What follows belongs to an exercise in optimizing a design on an open flow for small area and a short achievable clock period; a production flow would make more cautious choices. Function was checked by simulation only, so behaviour that the tests miss may differ from the original.

==> run D: inputs <==
## scr_curve_thr
module scr_curve_thr (
    input             clk,
    input             rst,
    input             in_valid,
    input      [11:0] g,           
    input      [95:0] curve,       
    input      [55:0] thr,         
    input      [2:0]  nbnd,        
    input             off,         
    output reg        out_valid,
    output reg [11:0] v,
    output reg [2:0]  level
);
==> module scr_pick, before the edit <==
module scr_pick (
    input      [11:0] g,
    input      [95:0] curve,
    output     [11:0] pa,
    output     [11:0] pb,
    output     [11:0] s,
    output            dec,
    output            m0
);
    wire [2:0]  g3 = g[11:9];
    wire        lt;
    scr_lt u_lt (.g(g), .lt(lt));
    integer i;
    assign      dec = lt | (&g);                   
    reg  [3:0]  ea0, ea1, ob0, ob1;                
    always @(*) begin
        case (g3)
            3'd0:    begin ea0 = 4'b0001; ea1 = 4'b0001; ob0 = 4'b0001; ob1 = 4'b0001; end
            3'd1:    begin ea0 = 4'b0010; ea1 = 4'b0001; ob0 = 4'b0001; ob1 = 4'b0001; end
            3'd2:    begin ea0 = 4'b0010; ea1 = 4'b0010; ob0 = 4'b0010; ob1 = 4'b0001; end
            3'd3:    begin ea0 = 4'b0100; ea1 = 4'b0010; ob0 = 4'b0010; ob1 = 4'b0010; end
            3'd4:    begin ea0 = 4'b0100; ea1 = 4'b0100; ob0 = 4'b0100; ob1 = 4'b0010; end
            3'd5:    begin ea0 = 4'b1000; ea1 = 4'b0100; ob0 = 4'b0100; ob1 = 4'b0100; end
            3'd6:    begin ea0 = 4'b1000; ea1 = 4'b1000; ob0 = 4'b1000; ob1 = 4'b0100; end
            default: begin ea0 = 4'b1000; ea1 = 4'b1000; ob0 = 4'b1000; ob1 = 4'b1000; end
        endcase
    end
    wire [3:0]  ea = lt ? ea1 : ea0;
    wire [3:0]  ob = lt ? ob1 : ob0;
    scr_sel4 u_sela (.sel(ea), .p0(curve[11:0]),  .p1(curve[35:24]), .p2(curve[59:48]), .p3(curve[83:72]), .y(pa));
    scr_sel4 u_selb (.sel(ob), .p0(curve[23:12]), .p1(curve[47:36]), .p2(curve[71:60]), .p3(curve[95:84]), .y(pb));
    scr_rot u_rot (.g(g), .s(s));
    assign m0 = g[9] ^ dec;
endmodule
clock: 70.0 ns
lec_check: 0
abc_clock_period_in_ps: 40000
cap_margin: 20
core_margin: 2
core_utilization: 40
cts_buf_list: sky130_fd_sc_hd__clkbuf_8
gpl_timing_driven: 0
place_density: 0.6
slew_margin: 20
synth_hierarchical: 1
synth_minimum_keep_size: 0
standard.sh (not shown) runs the stock make flow with config.mk's settings and CLKGATE_MAP_FILE= SYNTH_SCRIPT=/design/flow/synth_recipe.tcl, a recipe that flattens the netlist after the stock synthesis.
==> flow/flow/run.sh <==
#!/bin/bash
# The standard layout (standard.sh), with each port buffered by a
# sky130_fd_sc_hd__buf_1 instead of the cell buffer_ports picks by default.
# make's full output goes to standard.log; ORFS writes each step's log under
# orfs/logs/.
set -euo pipefail
export BUFFER_PORTS_ARGS="-buffer_cell sky130_fd_sc_hd__buf_1"
bash standard.sh > standard.log 2>&1
==> run F (differences from run D) <==
--- a/flow/design.v
+++ b/flow/design.v
@@ -559,21 +559,12 @@
     scr_lt u_lt (.g(g), .lt(lt));
     integer i;
     assign      dec = lt | (&g);                   
-    reg  [3:0]  ea0, ea1, ob0, ob1;                
-    always @(*) begin
-        case (g3)
-            3'd0:    begin ea0 = 4'b0001; ea1 = 4'b0001; ob0 = 4'b0001; ob1 = 4'b0001; end
-            3'd1:    begin ea0 = 4'b0010; ea1 = 4'b0001; ob0 = 4'b0001; ob1 = 4'b0001; end
-            3'd2:    begin ea0 = 4'b0010; ea1 = 4'b0010; ob0 = 4'b0010; ob1 = 4'b0001; end
-            3'd3:    begin ea0 = 4'b0100; ea1 = 4'b0010; ob0 = 4'b0010; ob1 = 4'b0010; end
-            3'd4:    begin ea0 = 4'b0100; ea1 = 4'b0100; ob0 = 4'b0100; ob1 = 4'b0010; end
-            3'd5:    begin ea0 = 4'b1000; ea1 = 4'b0100; ob0 = 4'b0100; ob1 = 4'b0100; end
-            3'd6:    begin ea0 = 4'b1000; ea1 = 4'b1000; ob0 = 4'b1000; ob1 = 4'b0100; end
-            default: begin ea0 = 4'b1000; ea1 = 4'b1000; ob0 = 4'b1000; ob1 = 4'b1000; end
-        endcase
-    end
-    wire [3:0]  ea = lt ? ea1 : ea0;
-    wire [3:0]  ob = lt ? ob1 : ob0;
+    wire [3:0]  hh = 4'b0001 << g[11:10];          
+    wire        pa1 = g[9] & ~(g[11] & g[10]);     
+    wire [3:0]  hd = {hh[2:0], 1'b0};              
+    wire [3:0]  hu = {1'b0, hh[3:1]};              
+    wire [3:0]  ea = lt ? hh : (pa1 ? hd : hh);
+    wire [3:0]  ob = lt ? (g[9] ? hh : hu) : hh;
     scr_sel4 u_sela (.sel(ea), .p0(curve[11:0]),  .p1(curve[35:24]), .p2(curve[59:48]), .p3(curve[83:72]), .y(pa));
     scr_sel4 u_selb (.sel(ob), .p0(curve[23:12]), .p1(curve[47:36]), .p2(curve[71:60]), .p3(curve[95:84]), .y(pb));
     scr_rot u_rot (.g(g), .s(s));
CORE_UTILIZATION = 60   (was 40)
PLACE_DENSITY = 0.75   (was 0.6)
==> run summary <==
Core utilization: run D is lower than run F (23 points). In run F the die area is smaller than in run D, by about 33%. Between run D and run F, the lower area after synthesis is in run F (gap about 1.3%, measured against run F). Of run F and run D, run D has the higher clock-buffer cell count (gap 1). Flip-flop and latch count is the same in run F and run D. Against run F, the synthesized cell count of run D is lower by 0.42%. Global-route usage: run D is lower than run F (8.8 points). Between run D and run F, the lower maximum frequency is in run D (gap 0.25%, measured against run F).

what the ideal ports hide:
The results above use ideal ports. As a check the final layouts listed here were re-extracted and re-timed, cells and wires unchanged. Step 1, drivers: a clkbuf_16 drives clk and a buf_2 each remaining input, both assumed. Step 2 moves the port delays by t, midway between the first and last clock arrival at a register: inputs arrive t later, outputs are due t later. That takes back most of the time a late clock gives input paths. Slacks: ideal / step 1 / step 2; pairs: ideal / step 1.
| run | shift t [ns] | setup WS [ns] | worst setup path after step 2 | worst data-port slew with drivers (ns) |
|---|---|---|---|---|
| run D | 0.499 | 53.976 / 54.001 / 53.502 | input to register | 0.06 |
| run F | 0.487 | 54.017 / 54.033 / 53.545 | input to register | 0.05 |
After both steps every run listed still meets setup and hold. For run D, which loses most, drivers alone change the setup slack by +0.025 ns; drivers and shift together by -0.474 ns.
